Background: an optimization exercise with open tools, aiming at small area, a short achievable clock period and few clock cycles per item. Do not read the settings as production practice. No run shown here included a check of the RTL's function; only the layout flow was run. Power is estimated from default activity; no workload was simulated.

--- design/flow/constraint.sdc ---
create_clock -name core_clock -period 5.0 [get_ports {clk}]
set_input_delay 1.0000 -clock core_clock [delete_from_list [all_inputs] [get_ports {clk}]]
set_output_delay 1.0000 -clock core_clock [all_outputs]
set_load 0.01 [all_outputs]
--- design/flow/config.mk ---
export PLATFORM = sky130hd
export DESIGN_NAME = ckv_crc
export DESIGN_NICKNAME = ckv_crc
export VERILOG_FILES = /design/flow/design.v
export SDC_FILE = /design/flow/constraint.sdc
export NUM_CORES = 4
export LEC_CHECK = 0
export CAP_MARGIN = 20
export CORE_MARGIN = 2
export CORE_UTILIZATION = 25
export GPL_ROUTABILITY_DRIVEN = 1
export PLACE_DENSITY = 0.5
export SLEW_MARGIN = 20
--- design/flow/design.v ---
module ckv_crc (
    input  wire        clk,
    input  wire        rst,
    input  wire        in_valid,
    output wire        in_ready,
    input  wire [1:0]  in_op,
    input  wire [1:0]  in_algo,
    input  wire [2:0]  in_len,
    input  wire [63:0] in_data,
    output wire        busy,
    output wire [63:0] value,
    output wire [63:0] result
);
    localparam [1:0] OP_FEED      = 2'd0;
    localparam [1:0] OP_INIT      = 2'd1;
    localparam [1:0] OP_LOAD      = 2'd2;
    localparam [1:0] OP_INIT_FEED = 2'd3;
    reg [63:0] value_q;    
    reg [63:0] d_q;        
    reg [1:0]  algo_q;     
    reg [1:0]  op_q;
    reg [2:0]  len_q;
    reg        v_q;        
    reg        part_q;     
    reg        c_rot;      
    reg        c_load, c_init, c_hold;
    reg [3:0]  c_e;        
    reg        c_v32, c_v16, c_v64;    
    reg        c_i32, c_i16;           
    reg        c_dg;       
    reg [7:0]  c_pl;       
    reg [3:0]  c_h32;      
    reg [1:0]  c_h16;
    reg [7:0]  c_h64;
    reg [7:0]  c_j;        
    assign in_ready = !c_rot;
    assign busy     = v_q;
    wire accept = in_valid && in_ready;
    wire       n_v    = rst ? 1'b0 : (in_ready ? in_valid : v_q);
    wire [1:0] n_op   = accept ? in_op   : op_q;
    wire [1:0] n_algo = rst ? 2'd0 : (accept ? in_algo : algo_q);
    wire [2:0] n_len  = accept ? in_len  : len_q;
    wire       n_part = !rst && c_rot;
    wire n_feedish = (n_op == OP_FEED) || (n_op == OP_INIT_FEED);
    wire n_full    = (n_len == 3'd7);
    wire n_a32     = !n_algo[1];
    wire n_a16     = (n_algo == 2'd2);
    wire n_a64     = (n_algo == 2'd3);
    wire n_first   = n_v && !n_part;
    wire [2:0] n_j = 3'd7 - n_len;
    always @(posedge clk) begin
        d_q     <= in_data;
        v_q     <= n_v;
        op_q    <= n_op;
        algo_q  <= n_algo;
        len_q   <= n_len;
        part_q  <= n_part;
        c_rot   <= n_first && n_feedish && !n_full;
        c_load  <= n_v && (n_op == OP_LOAD);
        c_init  <= n_v && (n_op == OP_INIT);
        c_hold  <= !n_v;
        c_e[0]  <= n_v && n_feedish && (n_full || n_part) && (n_algo == 2'd0);
        c_e[1]  <= n_v && n_feedish && (n_full || n_part) && (n_algo == 2'd1);
        c_e[2]  <= n_v && n_feedish && (n_full || n_part) && (n_algo == 2'd2);
        c_e[3]  <= n_v && n_feedish && (n_full || n_part) && (n_algo == 2'd3);
        c_v32   <= n_first && (n_op == OP_FEED) && n_a32;
        c_v16   <= n_first && (n_op == OP_FEED) && n_a16;
        c_v64   <= n_first && (n_op == OP_FEED) && n_a64;
        c_i32   <= n_first && (n_op == OP_INIT_FEED) && n_a32;
        c_i16   <= n_first && (n_op == OP_INIT_FEED) && (n_a32 || n_a16);
        c_dg    <= !n_part;
        c_j     <= 8'd1 << n_j;
    end
    always @(posedge clk) begin
        c_pl[0]  <= n_part && (0 >= n_j);
        c_pl[1]  <= n_part && (1 >= n_j);
        c_pl[2]  <= n_part && (2 >= n_j);
        c_pl[3]  <= n_part && (3 >= n_j);
        c_pl[4]  <= n_part && (4 >= n_j);
        c_pl[5]  <= n_part && (5 >= n_j);
        c_pl[6]  <= n_part && (6 >= n_j);
        c_pl[7]  <= n_part && (7 >= n_j);
        c_h32[0] <= n_part && n_a32 && (0 < n_j);
        c_h32[1] <= n_part && n_a32 && (1 < n_j);
        c_h32[2] <= n_part && n_a32 && (2 < n_j);
        c_h32[3] <= n_part && n_a32 && (3 < n_j);
        c_h16[0] <= n_part && n_a16 && (0 < n_j);
        c_h16[1] <= n_part && n_a16 && (1 < n_j);
        c_h64[0] <= n_part && n_a64 && (0 < n_j);
        c_h64[1] <= n_part && n_a64 && (1 < n_j);
        c_h64[2] <= n_part && n_a64 && (2 < n_j);
        c_h64[3] <= n_part && n_a64 && (3 < n_j);
        c_h64[4] <= n_part && n_a64 && (4 < n_j);
        c_h64[5] <= n_part && n_a64 && (5 < n_j);
        c_h64[6] <= n_part && n_a64 && (6 < n_j);
        c_h64[7] <= n_part && n_a64 && (7 < n_j);
    end
    wire [63:0] tsel, ts;
    assign ts[0] = (c_v32 & value_q[0]) | (c_v16 & value_q[8]) | (c_v64 & value_q[56]) | c_i16;
    assign tsel[0] = ts[0] | (c_pl[0] & value_q[0]);
    assign ts[1] = (c_v32 & value_q[1]) | (c_v16 & value_q[9]) | (c_v64 & value_q[57]) | c_i16;
    assign tsel[1] = ts[1] | (c_pl[0] & value_q[1]);
    assign ts[2] = (c_v32 & value_q[2]) | (c_v16 & value_q[10]) | (c_v64 & value_q[58]) | c_i16;
    assign tsel[2] = ts[2] | (c_pl[0] & value_q[2]);
    assign ts[3] = (c_v32 & value_q[3]) | (c_v16 & value_q[11]) | (c_v64 & value_q[59]) | c_i16;
    assign tsel[3] = ts[3] | (c_pl[0] & value_q[3]);
    assign ts[4] = (c_v32 & value_q[4]) | (c_v16 & value_q[12]) | (c_v64 & value_q[60]) | c_i16;
    assign tsel[4] = ts[4] | (c_pl[0] & value_q[4]);
    assign ts[5] = (c_v32 & value_q[5]) | (c_v16 & value_q[13]) | (c_v64 & value_q[61]) | c_i16;
    assign tsel[5] = ts[5] | (c_pl[0] & value_q[5]);
    assign ts[6] = (c_v32 & value_q[6]) | (c_v16 & value_q[14]) | (c_v64 & value_q[62]) | c_i16;
    assign tsel[6] = ts[6] | (c_pl[0] & value_q[6]);
    assign ts[7] = (c_v32 & value_q[7]) | (c_v16 & value_q[15]) | (c_v64 & value_q[63]) | c_i16;
    assign tsel[7] = ts[7] | (c_pl[0] & value_q[7]);
    assign ts[8] = (c_v32 & value_q[8]) | (c_v16 & value_q[0]) | (c_v64 & value_q[48]) | c_i16;
    assign tsel[8] = ts[8] | (c_pl[1] & value_q[8]);
    assign ts[9] = (c_v32 & value_q[9]) | (c_v16 & value_q[1]) | (c_v64 & value_q[49]) | c_i16;
    assign tsel[9] = ts[9] | (c_pl[1] & value_q[9]);
    assign ts[10] = (c_v32 & value_q[10]) | (c_v16 & value_q[2]) | (c_v64 & value_q[50]) | c_i16;
    assign tsel[10] = ts[10] | (c_pl[1] & value_q[10]);
    assign ts[11] = (c_v32 & value_q[11]) | (c_v16 & value_q[3]) | (c_v64 & value_q[51]) | c_i16;
    assign tsel[11] = ts[11] | (c_pl[1] & value_q[11]);
    assign ts[12] = (c_v32 & value_q[12]) | (c_v16 & value_q[4]) | (c_v64 & value_q[52]) | c_i16;
    assign tsel[12] = ts[12] | (c_pl[1] & value_q[12]);
    assign ts[13] = (c_v32 & value_q[13]) | (c_v16 & value_q[5]) | (c_v64 & value_q[53]) | c_i16;
    assign tsel[13] = ts[13] | (c_pl[1] & value_q[13]);
    assign ts[14] = (c_v32 & value_q[14]) | (c_v16 & value_q[6]) | (c_v64 & value_q[54]) | c_i16;
    assign tsel[14] = ts[14] | (c_pl[1] & value_q[14]);
    assign ts[15] = (c_v32 & value_q[15]) | (c_v16 & value_q[7]) | (c_v64 & value_q[55]) | c_i16;
    assign tsel[15] = ts[15] | (c_pl[1] & value_q[15]);
    assign ts[16] = (c_v32 & value_q[16]) | (c_v64 & value_q[40]) | c_i32;
    assign tsel[16] = ts[16] | (c_pl[2] & value_q[16]);
    assign ts[17] = (c_v32 & value_q[17]) | (c_v64 & value_q[41]) | c_i32;
    assign tsel[17] = ts[17] | (c_pl[2] & value_q[17]);
    assign ts[18] = (c_v32 & value_q[18]) | (c_v64 & value_q[42]) | c_i32;
    assign tsel[18] = ts[18] | (c_pl[2] & value_q[18]);
    assign ts[19] = (c_v32 & value_q[19]) | (c_v64 & value_q[43]) | c_i32;
    assign tsel[19] = ts[19] | (c_pl[2] & value_q[19]);
    assign ts[20] = (c_v32 & value_q[20]) | (c_v64 & value_q[44]) | c_i32;
    assign tsel[20] = ts[20] | (c_pl[2] & value_q[20]);
    assign ts[21] = (c_v32 & value_q[21]) | (c_v64 & value_q[45]) | c_i32;
    assign tsel[21] = ts[21] | (c_pl[2] & value_q[21]);
    assign ts[22] = (c_v32 & value_q[22]) | (c_v64 & value_q[46]) | c_i32;
    assign tsel[22] = ts[22] | (c_pl[2] & value_q[22]);
    assign ts[23] = (c_v32 & value_q[23]) | (c_v64 & value_q[47]) | c_i32;
    assign tsel[23] = ts[23] | (c_pl[2] & value_q[23]);
    assign ts[24] = (c_v32 & value_q[24]) | (c_v64 & value_q[32]) | c_i32;
    assign tsel[24] = ts[24] | (c_pl[3] & value_q[24]);
    assign ts[25] = (c_v32 & value_q[25]) | (c_v64 & value_q[33]) | c_i32;
    assign tsel[25] = ts[25] | (c_pl[3] & value_q[25]);
    assign ts[26] = (c_v32 & value_q[26]) | (c_v64 & value_q[34]) | c_i32;
    assign tsel[26] = ts[26] | (c_pl[3] & value_q[26]);
    assign ts[27] = (c_v32 & value_q[27]) | (c_v64 & value_q[35]) | c_i32;
    assign tsel[27] = ts[27] | (c_pl[3] & value_q[27]);
    assign ts[28] = (c_v32 & value_q[28]) | (c_v64 & value_q[36]) | c_i32;
    assign tsel[28] = ts[28] | (c_pl[3] & value_q[28]);
    assign ts[29] = (c_v32 & value_q[29]) | (c_v64 & value_q[37]) | c_i32;
    assign tsel[29] = ts[29] | (c_pl[3] & value_q[29]);
    assign ts[30] = (c_v32 & value_q[30]) | (c_v64 & value_q[38]) | c_i32;
    assign tsel[30] = ts[30] | (c_pl[3] & value_q[30]);
    assign ts[31] = (c_v32 & value_q[31]) | (c_v64 & value_q[39]) | c_i32;
    assign tsel[31] = ts[31] | (c_pl[3] & value_q[31]);
    assign ts[32] = (c_v64 & value_q[24]);
    assign tsel[32] = ts[32] | (c_pl[4] & value_q[32]);
    assign ts[33] = (c_v64 & value_q[25]);
    assign tsel[33] = ts[33] | (c_pl[4] & value_q[33]);
    assign ts[34] = (c_v64 & value_q[26]);
    assign tsel[34] = ts[34] | (c_pl[4] & value_q[34]);
    assign ts[35] = (c_v64 & value_q[27]);
    assign tsel[35] = ts[35] | (c_pl[4] & value_q[35]);
    assign ts[36] = (c_v64 & value_q[28]);
    assign tsel[36] = ts[36] | (c_pl[4] & value_q[36]);
    assign ts[37] = (c_v64 & value_q[29]);
    assign tsel[37] = ts[37] | (c_pl[4] & value_q[37]);
    assign ts[38] = (c_v64 & value_q[30]);
    assign tsel[38] = ts[38] | (c_pl[4] & value_q[38]);
    assign ts[39] = (c_v64 & value_q[31]);
    assign tsel[39] = ts[39] | (c_pl[4] & value_q[39]);
    assign ts[40] = (c_v64 & value_q[16]);
    assign tsel[40] = ts[40] | (c_pl[5] & value_q[40]);
    assign ts[41] = (c_v64 & value_q[17]);
    assign tsel[41] = ts[41] | (c_pl[5] & value_q[41]);
    assign ts[42] = (c_v64 & value_q[18]);
    assign tsel[42] = ts[42] | (c_pl[5] & value_q[42]);
    assign ts[43] = (c_v64 & value_q[19]);
    assign tsel[43] = ts[43] | (c_pl[5] & value_q[43]);
    assign ts[44] = (c_v64 & value_q[20]);
    assign tsel[44] = ts[44] | (c_pl[5] & value_q[44]);
    assign ts[45] = (c_v64 & value_q[21]);
    assign tsel[45] = ts[45] | (c_pl[5] & value_q[45]);
    assign ts[46] = (c_v64 & value_q[22]);
    assign tsel[46] = ts[46] | (c_pl[5] & value_q[46]);
    assign ts[47] = (c_v64 & value_q[23]);
    assign tsel[47] = ts[47] | (c_pl[5] & value_q[47]);
    assign ts[48] = (c_v64 & value_q[8]);
    assign tsel[48] = ts[48] | (c_pl[6] & value_q[48]);
    assign ts[49] = (c_v64 & value_q[9]);
    assign tsel[49] = ts[49] | (c_pl[6] & value_q[49]);
    assign ts[50] = (c_v64 & value_q[10]);
    assign tsel[50] = ts[50] | (c_pl[6] & value_q[50]);
    assign ts[51] = (c_v64 & value_q[11]);
    assign tsel[51] = ts[51] | (c_pl[6] & value_q[51]);
    assign ts[52] = (c_v64 & value_q[12]);
    assign tsel[52] = ts[52] | (c_pl[6] & value_q[52]);
    assign ts[53] = (c_v64 & value_q[13]);
    assign tsel[53] = ts[53] | (c_pl[6] & value_q[53]);
    assign ts[54] = (c_v64 & value_q[14]);
    assign tsel[54] = ts[54] | (c_pl[6] & value_q[54]);
    assign ts[55] = (c_v64 & value_q[15]);
    assign tsel[55] = ts[55] | (c_pl[6] & value_q[55]);
    assign ts[56] = (c_v64 & value_q[0]);
    assign tsel[56] = ts[56] | (c_pl[7] & value_q[56]);
    assign ts[57] = (c_v64 & value_q[1]);
    assign tsel[57] = ts[57] | (c_pl[7] & value_q[57]);
    assign ts[58] = (c_v64 & value_q[2]);
    assign tsel[58] = ts[58] | (c_pl[7] & value_q[58]);
    assign ts[59] = (c_v64 & value_q[3]);
    assign tsel[59] = ts[59] | (c_pl[7] & value_q[59]);
    assign ts[60] = (c_v64 & value_q[4]);
    assign tsel[60] = ts[60] | (c_pl[7] & value_q[60]);
    assign ts[61] = (c_v64 & value_q[5]);
    assign tsel[61] = ts[61] | (c_pl[7] & value_q[61]);
    assign ts[62] = (c_v64 & value_q[6]);
    assign tsel[62] = ts[62] | (c_pl[7] & value_q[62]);
    assign ts[63] = (c_v64 & value_q[7]);
    assign tsel[63] = ts[63] | (c_pl[7] & value_q[63]);
    wire [63:0] u = tsel ^ (d_q & {64{c_dg}});
    wire [31:0] e0;
    assign e0[0] = ^(u & 64'h1F91CAF6386F2C25);
    assign e0[1] = ^(u & 64'h3F2395EC70DE584B);
    assign e0[2] = ^(u & 64'h7E472BD8E1BCB097);
    assign e0[3] = ^(u & 64'hFC8E57B1C379612E);
    assign e0[4] = ^(u & 64'hE68D6595BE9DEE78);
    assign e0[5] = ^(u & 64'hD28B01DD4554F0D5);
    assign e0[6] = ^(u & 64'hBA87C94CB2C6CD8E);
    assign e0[7] = ^(u & 64'h6A9E586F5DE2B738);
    assign e0[8] = ^(u & 64'hD53CB0DEBBC56E71);
    assign e0[9] = ^(u & 64'hB5E8AB4B4FE5F0C6);
    assign e0[10] = ^(u & 64'h74409C60A7A4CDA9);
    assign e0[11] = ^(u & 64'hE88138C14F499B53);
    assign e0[12] = ^(u & 64'hCE93BB74A6FC1A83);
    assign e0[13] = ^(u & 64'h82B6BC1F75971923);
    assign e0[14] = ^(u & 64'h1AFCB2C8D3411E63);
    assign e0[15] = ^(u & 64'h35F96591A6823CC6);
    assign e0[16] = ^(u & 64'h6BF2CB234D04798C);
    assign e0[17] = ^(u & 64'hD7E596469A08F318);
    assign e0[18] = ^(u & 64'hB05AE67B0C7ECA15);
    assign e0[19] = ^(u & 64'h7F2406002092B80F);
    assign e0[20] = ^(u & 64'hFE480C004125701F);
    assign e0[21] = ^(u & 64'hE301D2F6BA25CC1B);
    assign e0[22] = ^(u & 64'hD9926F1B4C24B412);
    assign e0[23] = ^(u & 64'hACB514C0A0264400);
    assign e0[24] = ^(u & 64'h46FBE3777823A425);
    assign e0[25] = ^(u & 64'h8DF7C6EEF047484A);
    assign e0[26] = ^(u & 64'h047E472BD8E1BCB0);
    assign e0[27] = ^(u & 64'h08FC8E57B1C37961);
    assign e0[28] = ^(u & 64'h11F91CAF6386F2C2);
    assign e0[29] = ^(u & 64'h23F2395EC70DE584);
    assign e0[30] = ^(u & 64'h47E472BD8E1BCB09);
    assign e0[31] = ^(u & 64'h8FC8E57B1C379612);
    wire [31:0] e1;
    assign e1[0] = ^(u & 64'h04D101DF481B4E5A);
    assign e1[1] = ^(u & 64'h09A203BE90369CB5);
    assign e1[2] = ^(u & 64'h1344077D206D396B);
    assign e1[3] = ^(u & 64'h26880EFA40DA72D7);
    assign e1[4] = ^(u & 64'h4D101DF481B4E5AF);
    assign e1[5] = ^(u & 64'h9A203BE90369CB5E);
    assign e1[6] = ^(u & 64'h3091760D4EC8D8E6);
    assign e1[7] = ^(u & 64'h6122EC1A9D91B1CD);
    assign e1[8] = ^(u & 64'hC245D8353B23639A);
    assign e1[9] = ^(u & 64'h805AB1B53E5D896E);
    assign e1[10] = ^(u & 64'h046462B534A05C86);
    assign e1[11] = ^(u & 64'h08C8C56A6940B90C);
    assign e1[12] = ^(u & 64'h11918AD4D2817218);
    assign e1[13] = ^(u & 64'h232315A9A502E430);
    assign e1[14] = ^(u & 64'h46462B534A05C860);
    assign e1[15] = ^(u & 64'h8C8C56A6940B90C0);
    assign e1[16] = ^(u & 64'h1DC9AC92600C6FDA);
    assign e1[17] = ^(u & 64'h3B935924C018DFB5);
    assign e1[18] = ^(u & 64'h7726B2498031BF6A);
    assign e1[19] = ^(u & 64'hEE4D649300637ED5);
    assign e1[20] = ^(u & 64'hD84BC8F948DDB3F0);
    assign e1[21] = ^(u & 64'hB446902DD9A029BB);
    assign e1[22] = ^(u & 64'h6C5C2184FB5B1D2C);
    assign e1[23] = ^(u & 64'hD8B84309F6B63A59);
    assign e1[24] = ^(u & 64'hB5A187CCA5773AE8);
    assign e1[25] = ^(u & 64'h6F920E4602F53B8A);
    assign e1[26] = ^(u & 64'hDF241C8C05EA7715);
    assign e1[27] = ^(u & 64'hBA9938C743CFA071);
    assign e1[28] = ^(u & 64'h71E37051CF840EB8);
    assign e1[29] = ^(u & 64'hE3C6E0A39F081D70);
    assign e1[30] = ^(u & 64'hC35CC098760B74BB);
    assign e1[31] = ^(u & 64'h826880EFA40DA72D);
    wire [15:0] e2;
    assign e2[0] = ^(u & 64'h1119581C0B049B85);
    assign e2[1] = ^(u & 64'h2232B0381608360B);
    assign e2[2] = ^(u & 64'h446460712C106C16);
    assign e2[3] = ^(u & 64'h88C8C0E25820D82C);
    assign e2[4] = ^(u & 64'h109181C5B140B059);
    assign e2[5] = ^(u & 64'h313B5B976885FB36);
    assign e2[6] = ^(u & 64'h6276B62ED10AF76D);
    assign e2[7] = ^(u & 64'hC4EC6C5DA215EEDB);
    assign e2[8] = ^(u & 64'h88D9D9BA442BDCB7);
    assign e2[9] = ^(u & 64'h10B3B3758956B86F);
    assign e2[10] = ^(u & 64'h206667EB12AD70DF);
    assign e2[11] = ^(u & 64'h40CCCED6255AE1BE);
    assign e2[12] = ^(u & 64'h9181C5B140B059F8);
    assign e2[13] = ^(u & 64'h22038B638160B3F0);
    assign e2[14] = ^(u & 64'h440616C702C166E1);
    assign e2[15] = ^(u & 64'h880C2C8E0582CDC2);
    wire [63:0] e3;
    assign e3[0] = ^(u & 64'hD56329176C463E9C);
    assign e3[1] = ^(u & 64'h7FA47B39B4CA42A4);
    assign e3[2] = ^(u & 64'hFE48F77268958548);
    assign e3[3] = ^(u & 64'hFC91EEE5D02A0B91);
    assign e3[4] = ^(u & 64'h2D40F4DCCD1328BE);
    assign e3[5] = ^(u & 64'h5A80E8B99B27507C);
    assign e3[6] = ^(u & 64'hB400D173374FA0F8);
    assign e3[7] = ^(u & 64'hBD628BF002D87E6D);
    assign e3[8] = ^(u & 64'h7AC516E105B0FDDA);
    assign e3[9] = ^(u & 64'h21E904D56726C529);
    assign e3[10] = ^(u & 64'h97B120BDA30AB4CF);
    assign e3[11] = ^(u & 64'h2E63417A4715689F);
    assign e3[12] = ^(u & 64'h89A5ABE3E26CEEA2);
    assign e3[13] = ^(u & 64'hC7287ED0A99FE2D9);
    assign e3[14] = ^(u & 64'h8E51FCA0533FC5B3);
    assign e3[15] = ^(u & 64'h1CA3F841A77E8A67);
    assign e3[16] = ^(u & 64'h3846F1834EFD14CF);
    assign e3[17] = ^(u & 64'hA5EFCB10F1BC1702);
    assign e3[18] = ^(u & 64'h4ADF9721E2792F04);
    assign e3[19] = ^(u & 64'h41DD0654A8B56094);
    assign e3[20] = ^(u & 64'h82BA0DA8506BC128);
    assign e3[21] = ^(u & 64'hD1163247CD90BCCD);
    assign e3[22] = ^(u & 64'h774E4D99F6674707);
    assign e3[23] = ^(u & 64'h3BFFB3258189B092);
    assign e3[24] = ^(u & 64'hA39D4E5C6E555FB9);
    assign e3[25] = ^(u & 64'h463B9DB8DCAABE72);
    assign e3[26] = ^(u & 64'h8C763A71B9557DE5);
    assign e3[27] = ^(u & 64'hCD8E5DF51EEDC456);
    assign e3[28] = ^(u & 64'h9A1DBBEA3DDA89AD);
    assign e3[29] = ^(u & 64'hE1585FC217F22DC7);
    assign e3[30] = ^(u & 64'hC2B1BE842FE45B8E);
    assign e3[31] = ^(u & 64'h5100541E338E8980);
    assign e3[32] = ^(u & 64'h7763812B0A5A2D9D);
    assign e3[33] = ^(u & 64'h3BA52B4078F264A6);
    assign e3[34] = ^(u & 64'h764A5780F0E4C94C);
    assign e3[35] = ^(u & 64'h39F787178D8FAD05);
    assign e3[36] = ^(u & 64'h72EE0F2F1A1F5B0B);
    assign e3[37] = ^(u & 64'h31BF36495878888A);
    assign e3[38] = ^(u & 64'hB71D4485DCB62E89);
    assign e3[39] = ^(u & 64'hBB58A11DD52B638E);
    assign e3[40] = ^(u & 64'hA3D26B2CC611F880);
    assign e3[41] = ^(u & 64'h46A5D7588C23F001);
    assign e3[42] = ^(u & 64'h8C4AAFB11847E003);
    assign e3[43] = ^(u & 64'h18955E63318EC007);
    assign e3[44] = ^(u & 64'h302ABDC6621C810F);
    assign e3[45] = ^(u & 64'hB537539AA97E3C83);
    assign e3[46] = ^(u & 64'hBF0C8F233FBB469A);
    assign e3[47] = ^(u & 64'hAB7A37501230B3A8);
    assign e3[48] = ^(u & 64'h56F56EA024606651);
    assign e3[49] = ^(u & 64'hACEADD4049C0CCA2);
    assign e3[50] = ^(u & 64'h58D5BB8192809945);
    assign e3[51] = ^(u & 64'hB0AA77032501338B);
    assign e3[52] = ^(u & 64'hB536C6112644588A);
    assign e3[53] = ^(u & 64'hBF0EA53420CE8E88);
    assign e3[54] = ^(u & 64'hAB7E637E2CDA238D);
    assign e3[55] = ^(u & 64'h839EEFEB34F27986);
    assign e3[56] = ^(u & 64'h063DDFD769E4F30C);
    assign e3[57] = ^(u & 64'hD91997B8BF8ED985);
    assign e3[58] = ^(u & 64'hB2332E717F1DB30B);
    assign e3[59] = ^(u & 64'h64675CE2FE3A6617);
    assign e3[60] = ^(u & 64'hC8CEB8C4FD75CC2E);
    assign e3[61] = ^(u & 64'h909D7189FBEB985D);
    assign e3[62] = ^(u & 64'hF558CA059B910F27);
    assign e3[63] = ^(u & 64'hEAB1940B36231F4E);
    wire [63:0] eo;
    assign eo[0] = ((c_e[0] & e0[0]) | (c_e[1] & e1[0]) | (c_e[2] & e2[0]) | (c_e[3] & e3[0])) ^ ((c_h32[0] & value_q[0]) | (c_h16[1] & value_q[8]) | (c_h64[7] & value_q[56]));
    assign eo[1] = ((c_e[0] & e0[1]) | (c_e[1] & e1[1]) | (c_e[2] & e2[1]) | (c_e[3] & e3[1])) ^ ((c_h32[0] & value_q[1]) | (c_h16[1] & value_q[9]) | (c_h64[7] & value_q[57]));
    assign eo[2] = ((c_e[0] & e0[2]) | (c_e[1] & e1[2]) | (c_e[2] & e2[2]) | (c_e[3] & e3[2])) ^ ((c_h32[0] & value_q[2]) | (c_h16[1] & value_q[10]) | (c_h64[7] & value_q[58]));
    assign eo[3] = ((c_e[0] & e0[3]) | (c_e[1] & e1[3]) | (c_e[2] & e2[3]) | (c_e[3] & e3[3])) ^ ((c_h32[0] & value_q[3]) | (c_h16[1] & value_q[11]) | (c_h64[7] & value_q[59]));
    assign eo[4] = ((c_e[0] & e0[4]) | (c_e[1] & e1[4]) | (c_e[2] & e2[4]) | (c_e[3] & e3[4])) ^ ((c_h32[0] & value_q[4]) | (c_h16[1] & value_q[12]) | (c_h64[7] & value_q[60]));
    assign eo[5] = ((c_e[0] & e0[5]) | (c_e[1] & e1[5]) | (c_e[2] & e2[5]) | (c_e[3] & e3[5])) ^ ((c_h32[0] & value_q[5]) | (c_h16[1] & value_q[13]) | (c_h64[7] & value_q[61]));
    assign eo[6] = ((c_e[0] & e0[6]) | (c_e[1] & e1[6]) | (c_e[2] & e2[6]) | (c_e[3] & e3[6])) ^ ((c_h32[0] & value_q[6]) | (c_h16[1] & value_q[14]) | (c_h64[7] & value_q[62]));
    assign eo[7] = ((c_e[0] & e0[7]) | (c_e[1] & e1[7]) | (c_e[2] & e2[7]) | (c_e[3] & e3[7])) ^ ((c_h32[0] & value_q[7]) | (c_h16[1] & value_q[15]) | (c_h64[7] & value_q[63]));
    assign eo[8] = ((c_e[0] & e0[8]) | (c_e[1] & e1[8]) | (c_e[2] & e2[8]) | (c_e[3] & e3[8])) ^ ((c_h32[1] & value_q[8]) | (c_h16[0] & value_q[0]) | (c_h64[6] & value_q[48]));
    assign eo[9] = ((c_e[0] & e0[9]) | (c_e[1] & e1[9]) | (c_e[2] & e2[9]) | (c_e[3] & e3[9])) ^ ((c_h32[1] & value_q[9]) | (c_h16[0] & value_q[1]) | (c_h64[6] & value_q[49]));
    assign eo[10] = ((c_e[0] & e0[10]) | (c_e[1] & e1[10]) | (c_e[2] & e2[10]) | (c_e[3] & e3[10])) ^ ((c_h32[1] & value_q[10]) | (c_h16[0] & value_q[2]) | (c_h64[6] & value_q[50]));
    assign eo[11] = ((c_e[0] & e0[11]) | (c_e[1] & e1[11]) | (c_e[2] & e2[11]) | (c_e[3] & e3[11])) ^ ((c_h32[1] & value_q[11]) | (c_h16[0] & value_q[3]) | (c_h64[6] & value_q[51]));
    assign eo[12] = ((c_e[0] & e0[12]) | (c_e[1] & e1[12]) | (c_e[2] & e2[12]) | (c_e[3] & e3[12])) ^ ((c_h32[1] & value_q[12]) | (c_h16[0] & value_q[4]) | (c_h64[6] & value_q[52]));
    assign eo[13] = ((c_e[0] & e0[13]) | (c_e[1] & e1[13]) | (c_e[2] & e2[13]) | (c_e[3] & e3[13])) ^ ((c_h32[1] & value_q[13]) | (c_h16[0] & value_q[5]) | (c_h64[6] & value_q[53]));
    assign eo[14] = ((c_e[0] & e0[14]) | (c_e[1] & e1[14]) | (c_e[2] & e2[14]) | (c_e[3] & e3[14])) ^ ((c_h32[1] & value_q[14]) | (c_h16[0] & value_q[6]) | (c_h64[6] & value_q[54]));
    assign eo[15] = ((c_e[0] & e0[15]) | (c_e[1] & e1[15]) | (c_e[2] & e2[15]) | (c_e[3] & e3[15])) ^ ((c_h32[1] & value_q[15]) | (c_h16[0] & value_q[7]) | (c_h64[6] & value_q[55]));
    assign eo[16] = ((c_e[0] & e0[16]) | (c_e[1] & e1[16]) | (c_e[3] & e3[16])) ^ ((c_h32[2] & value_q[16]) | (c_h64[5] & value_q[40]));
    assign eo[17] = ((c_e[0] & e0[17]) | (c_e[1] & e1[17]) | (c_e[3] & e3[17])) ^ ((c_h32[2] & value_q[17]) | (c_h64[5] & value_q[41]));
    assign eo[18] = ((c_e[0] & e0[18]) | (c_e[1] & e1[18]) | (c_e[3] & e3[18])) ^ ((c_h32[2] & value_q[18]) | (c_h64[5] & value_q[42]));
    assign eo[19] = ((c_e[0] & e0[19]) | (c_e[1] & e1[19]) | (c_e[3] & e3[19])) ^ ((c_h32[2] & value_q[19]) | (c_h64[5] & value_q[43]));
    assign eo[20] = ((c_e[0] & e0[20]) | (c_e[1] & e1[20]) | (c_e[3] & e3[20])) ^ ((c_h32[2] & value_q[20]) | (c_h64[5] & value_q[44]));
    assign eo[21] = ((c_e[0] & e0[21]) | (c_e[1] & e1[21]) | (c_e[3] & e3[21])) ^ ((c_h32[2] & value_q[21]) | (c_h64[5] & value_q[45]));
    assign eo[22] = ((c_e[0] & e0[22]) | (c_e[1] & e1[22]) | (c_e[3] & e3[22])) ^ ((c_h32[2] & value_q[22]) | (c_h64[5] & value_q[46]));
    assign eo[23] = ((c_e[0] & e0[23]) | (c_e[1] & e1[23]) | (c_e[3] & e3[23])) ^ ((c_h32[2] & value_q[23]) | (c_h64[5] & value_q[47]));
    assign eo[24] = ((c_e[0] & e0[24]) | (c_e[1] & e1[24]) | (c_e[3] & e3[24])) ^ ((c_h32[3] & value_q[24]) | (c_h64[4] & value_q[32]));
    assign eo[25] = ((c_e[0] & e0[25]) | (c_e[1] & e1[25]) | (c_e[3] & e3[25])) ^ ((c_h32[3] & value_q[25]) | (c_h64[4] & value_q[33]));
    assign eo[26] = ((c_e[0] & e0[26]) | (c_e[1] & e1[26]) | (c_e[3] & e3[26])) ^ ((c_h32[3] & value_q[26]) | (c_h64[4] & value_q[34]));
    assign eo[27] = ((c_e[0] & e0[27]) | (c_e[1] & e1[27]) | (c_e[3] & e3[27])) ^ ((c_h32[3] & value_q[27]) | (c_h64[4] & value_q[35]));
    assign eo[28] = ((c_e[0] & e0[28]) | (c_e[1] & e1[28]) | (c_e[3] & e3[28])) ^ ((c_h32[3] & value_q[28]) | (c_h64[4] & value_q[36]));
    assign eo[29] = ((c_e[0] & e0[29]) | (c_e[1] & e1[29]) | (c_e[3] & e3[29])) ^ ((c_h32[3] & value_q[29]) | (c_h64[4] & value_q[37]));
    assign eo[30] = ((c_e[0] & e0[30]) | (c_e[1] & e1[30]) | (c_e[3] & e3[30])) ^ ((c_h32[3] & value_q[30]) | (c_h64[4] & value_q[38]));
    assign eo[31] = ((c_e[0] & e0[31]) | (c_e[1] & e1[31]) | (c_e[3] & e3[31])) ^ ((c_h32[3] & value_q[31]) | (c_h64[4] & value_q[39]));
    assign eo[32] = ((c_e[3] & e3[32])) ^ ((c_h64[3] & value_q[24]));
    assign eo[33] = ((c_e[3] & e3[33])) ^ ((c_h64[3] & value_q[25]));
    assign eo[34] = ((c_e[3] & e3[34])) ^ ((c_h64[3] & value_q[26]));
    assign eo[35] = ((c_e[3] & e3[35])) ^ ((c_h64[3] & value_q[27]));
    assign eo[36] = ((c_e[3] & e3[36])) ^ ((c_h64[3] & value_q[28]));
    assign eo[37] = ((c_e[3] & e3[37])) ^ ((c_h64[3] & value_q[29]));
    assign eo[38] = ((c_e[3] & e3[38])) ^ ((c_h64[3] & value_q[30]));
    assign eo[39] = ((c_e[3] & e3[39])) ^ ((c_h64[3] & value_q[31]));
    assign eo[40] = ((c_e[3] & e3[40])) ^ ((c_h64[2] & value_q[16]));
    assign eo[41] = ((c_e[3] & e3[41])) ^ ((c_h64[2] & value_q[17]));
    assign eo[42] = ((c_e[3] & e3[42])) ^ ((c_h64[2] & value_q[18]));
    assign eo[43] = ((c_e[3] & e3[43])) ^ ((c_h64[2] & value_q[19]));
    assign eo[44] = ((c_e[3] & e3[44])) ^ ((c_h64[2] & value_q[20]));
    assign eo[45] = ((c_e[3] & e3[45])) ^ ((c_h64[2] & value_q[21]));
    assign eo[46] = ((c_e[3] & e3[46])) ^ ((c_h64[2] & value_q[22]));
    assign eo[47] = ((c_e[3] & e3[47])) ^ ((c_h64[2] & value_q[23]));
    assign eo[48] = ((c_e[3] & e3[48])) ^ ((c_h64[1] & value_q[8]));
    assign eo[49] = ((c_e[3] & e3[49])) ^ ((c_h64[1] & value_q[9]));
    assign eo[50] = ((c_e[3] & e3[50])) ^ ((c_h64[1] & value_q[10]));
    assign eo[51] = ((c_e[3] & e3[51])) ^ ((c_h64[1] & value_q[11]));
    assign eo[52] = ((c_e[3] & e3[52])) ^ ((c_h64[1] & value_q[12]));
    assign eo[53] = ((c_e[3] & e3[53])) ^ ((c_h64[1] & value_q[13]));
    assign eo[54] = ((c_e[3] & e3[54])) ^ ((c_h64[1] & value_q[14]));
    assign eo[55] = ((c_e[3] & e3[55])) ^ ((c_h64[1] & value_q[15]));
    assign eo[56] = ((c_e[3] & e3[56])) ^ ((c_h64[0] & value_q[0]));
    assign eo[57] = ((c_e[3] & e3[57])) ^ ((c_h64[0] & value_q[1]));
    assign eo[58] = ((c_e[3] & e3[58])) ^ ((c_h64[0] & value_q[2]));
    assign eo[59] = ((c_e[3] & e3[59])) ^ ((c_h64[0] & value_q[3]));
    assign eo[60] = ((c_e[3] & e3[60])) ^ ((c_h64[0] & value_q[4]));
    assign eo[61] = ((c_e[3] & e3[61])) ^ ((c_h64[0] & value_q[5]));
    assign eo[62] = ((c_e[3] & e3[62])) ^ ((c_h64[0] & value_q[6]));
    assign eo[63] = ((c_e[3] & e3[63])) ^ ((c_h64[0] & value_q[7]));
    wire [63:0] rotv;
    assign rotv[7:0] = ({8{c_j[0]}} & u[7:0]) | ({8{c_j[1]}} & ts[63:56]) | ({8{c_j[2]}} & ts[55:48]) | ({8{c_j[3]}} & ts[47:40]) | ({8{c_j[4]}} & ts[39:32]) | ({8{c_j[5]}} & ts[31:24]) | ({8{c_j[6]}} & ts[23:16]) | ({8{c_j[7]}} & ts[15:8]);
    assign rotv[15:8] = ({8{c_j[0]}} & u[15:8]) | ({8{c_j[1]}} & u[7:0]) | ({8{c_j[2]}} & ts[63:56]) | ({8{c_j[3]}} & ts[55:48]) | ({8{c_j[4]}} & ts[47:40]) | ({8{c_j[5]}} & ts[39:32]) | ({8{c_j[6]}} & ts[31:24]) | ({8{c_j[7]}} & ts[23:16]);
    assign rotv[23:16] = ({8{c_j[0]}} & u[23:16]) | ({8{c_j[1]}} & u[15:8]) | ({8{c_j[2]}} & u[7:0]) | ({8{c_j[3]}} & ts[63:56]) | ({8{c_j[4]}} & ts[55:48]) | ({8{c_j[5]}} & ts[47:40]) | ({8{c_j[6]}} & ts[39:32]) | ({8{c_j[7]}} & ts[31:24]);
    assign rotv[31:24] = ({8{c_j[0]}} & u[31:24]) | ({8{c_j[1]}} & u[23:16]) | ({8{c_j[2]}} & u[15:8]) | ({8{c_j[3]}} & u[7:0]) | ({8{c_j[4]}} & ts[63:56]) | ({8{c_j[5]}} & ts[55:48]) | ({8{c_j[6]}} & ts[47:40]) | ({8{c_j[7]}} & ts[39:32]);
    assign rotv[39:32] = ({8{c_j[0]}} & u[39:32]) | ({8{c_j[1]}} & u[31:24]) | ({8{c_j[2]}} & u[23:16]) | ({8{c_j[3]}} & u[15:8]) | ({8{c_j[4]}} & u[7:0]) | ({8{c_j[5]}} & ts[63:56]) | ({8{c_j[6]}} & ts[55:48]) | ({8{c_j[7]}} & ts[47:40]);
    assign rotv[47:40] = ({8{c_j[0]}} & u[47:40]) | ({8{c_j[1]}} & u[39:32]) | ({8{c_j[2]}} & u[31:24]) | ({8{c_j[3]}} & u[23:16]) | ({8{c_j[4]}} & u[15:8]) | ({8{c_j[5]}} & u[7:0]) | ({8{c_j[6]}} & ts[63:56]) | ({8{c_j[7]}} & ts[55:48]);
    assign rotv[55:48] = ({8{c_j[0]}} & u[55:48]) | ({8{c_j[1]}} & u[47:40]) | ({8{c_j[2]}} & u[39:32]) | ({8{c_j[3]}} & u[31:24]) | ({8{c_j[4]}} & u[23:16]) | ({8{c_j[5]}} & u[15:8]) | ({8{c_j[6]}} & u[7:0]) | ({8{c_j[7]}} & ts[63:56]);
    assign rotv[63:56] = ({8{c_j[0]}} & u[63:56]) | ({8{c_j[1]}} & u[55:48]) | ({8{c_j[2]}} & u[47:40]) | ({8{c_j[3]}} & u[39:32]) | ({8{c_j[4]}} & u[31:24]) | ({8{c_j[5]}} & u[23:16]) | ({8{c_j[6]}} & u[15:8]) | ({8{c_j[7]}} & u[7:0]);
    wire a32 = !algo_q[1];
    wire a16 = (algo_q == 2'd2);
    wire a64 = (algo_q == 2'd3);
    wire [63:0] maskw = {{32{a64}}, {16{!a16}}, 16'hFFFF};
    wire [63:0] initv = {32'h0, {16{a32}}, {16{!a64}}};
    wire [63:0] value_d = rst ? 64'h0 :
                          (eo |
                           ({64{c_rot}}  & rotv) |
                           ({64{c_load}} & d_q & maskw) |
                           ({64{c_init}} & initv) |
                           ({64{c_hold}} & value_q));
    always @(posedge clk) value_q <= value_d;
    assign value  = value_q;
    assign result = value_q ^ {32'h0, {32{a32}}};
endmodule
--- design/flow/run.sh ---
#!/bin/bash
# synth_recipe.tcl (not shown) runs the flow's synth.tcl, then flattens the netlist and writes it again
# the make line also repeats each setting of config.mk as NAME=value (left out here)
make -C /OpenROAD-flow-scripts/flow DESIGN_CONFIG=/design/flow/config.mk WORK_HOME=/design/flow/orfs CLKGATE_MAP_FILE= SYNTH_SCRIPT=/design/flow/synth_recipe.tcl finish
==> results.cfg, run 1 <==
[run_status]
status = failed layout checks
violatedChecks = setup timing

[critical_path]
slowest_stage = xnor2_4
worstReg2RegEnd = value_q[27]
cp-end-kind = flop
path_buf_inv = 1
cp_cell_sequence = a221oi_1 > nand2_1 > xnor2_4 > xnor3_1 > xnor2_1 > xnor2_1 > xnor3_1 > a222oi_1 > buf_4 > xnor2_1 > a31oi_1
cp_max_fo = 16
crit_arrival_ns = 5.52
crit_path_start_kind = flop
cpMostUsedCell = xnor2_1
timing.rr.start = c_v16
path_class = flop to flop
worst_r2r_path_depth = 11
cp_top_family = XOR/XNOR gates
cp.required_ns = 5.37
r2r_slack_ns = -0.15
crit_start = c_v16
max_stage_delay_ns = 0.99

[clock_network]
root_buffer = clkbuf_16
cts_max_level = 4
clockBufferDepth = 2
cts_buffers = 17
cts_tree = done
hold_buffers = 0
cts_sinks = 179
post-cts-setup-buffer-count = 0
clk_pin_slew_ns = 0.08
clock_latency_ns = 0.52

[logic_synthesis]
yosys.area.top_type = xnor3_1
synth_edf_count = 0
avgSynthCellArea_um2 = 10.3
syn-cell-area_um2 = 32600
synth_top_family_by_area = XOR/XNOR gates
synthTopCellsByArea = xnor3_1 (27%), xnor2_1 (26%), dfxtp_1 (11%), xor2_1 (6.0%), a22oi_1 (4.9%)
synth-seq-cells = 179
yosys.area_share.adder = 0.00153
synth.net_count = 3238
yosys.area_share.simple = 0.0500
seq_area_frac_synth = 0.110
syn-instance-count = 3160
synth_compound_area_frac = 0.149
synth-xor-area-share = 0.644
ys_warn_count = 1
synth_flop_cell = dfxtp_1
ys_types = 56
synthArstFlopShare = 0
synthMuxAreaShare = 0.00245
yosysTopAreaCellShare = 0.273

[hold_path]
holdPathStages = 2
whs_endpoint = value_q[50]
hold_start = d_q[50]
hp-class = flop to flop

[layout]
finalInstanceArea_um2 = 43800
area_delta_synth_final_pct = 34.2
final_util = 0.338
fin_nets = 4015
final_common_cell = xnor2_1
drive_above_1_share = 0.259
fin_cells = 5692
layout_common_cells = xnor2_1 (946), buf_4 (766), xnor3_1 (394), nand2_1 (274), a22oi_1 (213)

[place]
dp_cells = 5654
placed_area_um2 = 43100
gp_congestion = 1.07
io_buffers = 203
hpwl_um = 236000
dpl_worst_slack_ns = -0.118

[timing]
fin_skew_ns = 0.0376
slew_violations = 0
max_freq_ghz = 0.194
setup_slack_ns = -0.152
setup-violations-final = 3
layout_min_cycle_time_ns = 5.15
rsz0062_at_grt = yes
slew_headroom = 0.135
hold_viol = 0
min_period_over_period = 1.03
worstMarginPinSlew_ns = 1.30

[floorplan]
dieArea_um2 = 133000
num_rows = 132
core_um2 = 129000
io_pins = 204
die_h_um = 365
initial_core_util = 0.252
dieWidth_um = 365

[drt]
viasPerCell = 5.75
drt-pass1-iter-count = 10
wire_per_inst_um = 51.2
ant_nets = 0
drc = 0
dr_total_vias = 32700
drt_iter0_drc = 5550
totalWireLength_um = 291000

[pwr]
max-vdd-ir-drop_mv = 0.376
p_leak_nw = 19.2
powerDensity_nw_per_um2 = 854
finalPower_mw = 37.4

[global_route]
grt_usage = 0.430
grt_pass1_wl_um = 361000
antenna_found_initial = 7
grt_pass1_vias = 31000
grt_overflow = 0
grt_max_degree = 66

[run]
drv_cap = 0
-- cells by family (layout without fill, tap and decap cells) --
group,Yosys count,in the layout
simple gates,388,388
flops,179,179
other cells,0,3
mux,8,8
xor+xnor,1675,1675
buf+inv,314,1101
fa+ha+maj,4,4
compound gates,592,592
-- synth_stat cells (4+ instances only) --
library cell / instances
nor3_1: 4
nand2_1: 274
nor2_1: 34
a221oi_2: 4
inv_1: 23
xor2_1: 224
xnor2_4: 4
xnor2_1: 972
a221oi_1: 42
a21o_1: 7
o221ai_1: 6
xnor2_2: 33
xor2_2: 19
clkinv_1: 4
a22oi_2: 8
clkbuf_1: 161
o21ai_0: 21
and2_1: 8
dfxtp_1: 179
xor2_4: 5
o211ai_1: 16
nand4_1: 18
buf_6: 5
nand3b_1: 5
a31oi_1: 39
ha_1: 4
a222oi_1: 111
xnor3_1: 395
a221o_1: 39
xor3_1: 21
a22oi_1: 214
mux2i_1: 8
a221oi_4: 4
a21oi_1: 44
a22o_1: 17
a211o_1: 6
buf_1: 32
nand3_1: 27
buf_2: 48
buf_4: 41
o22ai_1: 5
-- flip-flops by register name (all words and copies together) (netlist names), 2 cells and up --
name and count:
algo_q 2, c_e 4, c_h16 2, c_h32 4, c_h64 7, c_j 8
c_pl 8, d_q 64, len_q 3, op_q 2, value_q 64
-- worst min-delay path: stages, from the launching register on --
cell and delay [ns]:
dfxtp_1 0.33, a222oi_1 0.09, a21oi_1 0.12
-- power breakdown --
part | internal (mW) | total (mW) | switching, mW | leakage, nW
Clock | 0.792 | 1.50 | 0.705 | 0.288
Combinational | 15.3 | 34.1 | 18.8 | 17.4
Sequential | 1.54 | 1.85 | 0.314 | 1.48
-- timing repair --
action | in CTS | in global routing
resized for setup | 2 | 3
endpoints found under the setup margin | 3 | 4
pin swaps | 0 | 1
-- layout make-up --
class,instances,area (µm²)
antenna,3,7.51
clock buffer,20,478
clock inverter,9,121
fill,13400,85700
inverter,27,101
multi-input combinational,2667,28100
sequential,179,3610
tap,1742,2180
timing repair buffer,1045,9200
-- routing by layer --
metal | up-vias | share of wire | track usage
li1 | 12700 | - | -
met1 | 16700 | 0.39 | 0.540
met2 | 2609 | 0.42 | 0.638
met3 | 677 | 0.090 | 0.0922
met4 | 0 | 0.096 | 0.338
met5 | - | 0 | 0
-- worst max path at each step --
stage	to	slack [ns]	cells past startpoint
final	value_q[27]	-0.15	11
after global routing	value_q[27]	-0.06	11
after CTS	value_q[13]	0.03	17
after detailed placement	value_q[7]	-0.12	12
after global placement	value_q[7]	-0.13	12
after floorplan	value_q[7]	1.24	12
-- stage by stage --
step	hold slack [ns]	setup TNS, ns
after global placement	0.547	-0.203
after detailed placement	0.557	-0.146
after CTS	0.573	0
final	0.570	-0.247
after global routing	0.594	-0.0573
after floorplan	0.489	0
==> run 2, diff against run 1 <==
--- a/design/flow/config.mk
+++ b/design/flow/config.mk
@@ -7,7 +7,7 @@
 export LEC_CHECK = 0
 export CAP_MARGIN = 20
 export CORE_MARGIN = 2
-export CORE_UTILIZATION = 25
+export CORE_UTILIZATION = 55
 export GPL_ROUTABILITY_DRIVEN = 1
-export PLACE_DENSITY = 0.5
+export PLACE_DENSITY = 0.7
 export SLEW_MARGIN = 20
==> run 2 against run 1 <==
The flow now stops in 5_1_grt. Synthesized area unchanged. Synthesized cell count did not move.
==> results.cfg, run 2 <==
[logic_synthesis]
seq_area_frac_synth = 0.110
syn-instance-count = 3160
syn-cell-area_um2 = 32600
synth_most_common_cell = xnor2_1
ys_types = 56
synthMuxAreaShare = 0.00245
avgSynthCellArea_um2 = 10.3
synthArstFlopShare = 0
synth-seq-cells = 179
yosys.area.top_type = xnor3_1
synth-xor-area-share = 0.644
synth_edf_count = 0
yosys.area_share.adder = 0.00153
ys_warn_count = 1
synth_compound_area_frac = 0.149
synth_top_cells_by_count = xnor2_1 (972), xnor3_1 (395), nand2_1 (274), xor2_1 (224), a22oi_1 (214)
synthTopCellsByArea = xnor3_1 (27%), xnor2_1 (26%), dfxtp_1 (11%), xor2_1 (6.0%), a22oi_1 (4.9%)
yosys.area_share.simple = 0.0500
yosysTopAreaCellShare = 0.273
synth_flop_cell = dfxtp_1
synth.net_count = 3238
synth_top_family_by_area = XOR/XNOR gates

[clock_network]
root_buffer = clkbuf_16
clockBufferDepth = 2
post-cts-setup-buffer-count = 0
cts_sinks = 179
cts_max_level = 4
cts_buffers = 17

[floorplan]
dieWidth_um = 248
io_pins = 204
initial_core_util = 0.555
num_rows = 89
die_h_um = 248

[global_route]
grt_usage = 0.752
grt_max_degree = 67
grt_pass1_vias = 35500
grt_pass1_wl_um = 315000
grt_overflow = 233

[place]
hpwl_um = 163000
gp_congestion = 1.42
placed_area_um2 = 38700
io_buffers = 203

[run_status]
status = stopped before the end
lastStage = 5_1_grt
firstError = [ERROR GRT-0116] Global routing finished with congestion. Check the congestion regions in the DRC Viewer.
## run 2: cell counts after synthesis
Identical to the previous run, type by type.
## run 2: worst max-delay path by stage
stage | start | end | slack [ns]
after detailed placement | c_v64 | value_q[28] | -0.19
after CTS | c_v64 | value_q[28] | 0.03
after global placement | c_v64 | value_q[28] | -0.21
after floorplan | c_v64 | value_q[7] | 1.24
## run 2: logic make-up after synthesis
| kind of cell | after synthesis |
|---|---|
| XOR/XNOR | 1675 |
| AO/OA/AOI/OAI | 592 |
| AND/OR/NAND/NOR | 388 |
| buffers and inverters | 314 |
| flip-flops | 179 |
| multiplexers | 8 |
| adder cells (fa/ha/maj) | 4 |
## run 2: through the flow
stage | util | setup TNS [ns] | setup WS (ns) | std cells
2_1_floorplan | - | 0 | 1.24 | 3160
3_5_place_dp | 0.659 | -0.545 | -0.186 | 4359
3_3_place_gp | 0.657 | -0.653 | -0.208 | 4356
4_1_cts | 0.669 | 0 | 0.0315 | 4391
## run 2: timing repair
action,4_1_cts
endpoints found under the hold margin,0
pin swaps,1
endpoints found under the setup margin,4
hold buffers,0
gates resized for setup,4
## run 2: layer usage
| metal | GRT overflow | track usage |
|---|---|---|
| met5 | 0 | 0.298 |
| met1 | 0 | 0.777 |
| met4 | 124 | 0.698 |
| met3 | 2 | 0.644 |
| met2 | 107 | 0.877 |
## run 2: power groups by stage
stage	clock (mW)	combinational [mW]	sequential, mW
floorplan	0	15.9	1.69
global placement	0	26.0	1.82
detailed placement	0	25.9	1.82
CTS	1.44	26.1	1.79

[port drivers added, routing unchanged]
The flow's constraints put no driver on any port. The routed layout listed below was extracted and timed again, unchanged, in two steps.
Step 1 sets driving cells, clkbuf_16 on the clock port and buf_2 on the other inputs (assumed; they add their load-dependent delay and slew).
Step 2 also shifts input and output timing later by t, the mid clock arrival at the registers, as if the neighbouring blocks saw the same clock.
Slacks: ideal / step 1 / step 2; pairs: ideal / step 1.
run: run 1
shift t [ns]: 0.564
setup WS [ns]: -0.152 / -0.152 / -0.152
worst setup path after step 2: register to register
slew at the worst register clock pin (ns): 0.10 / 0.10
cell pins on the clock port's net: 1
For run 1, drivers alone change the setup slack by 0.000 ns; drivers and shift together by 0.000 ns.
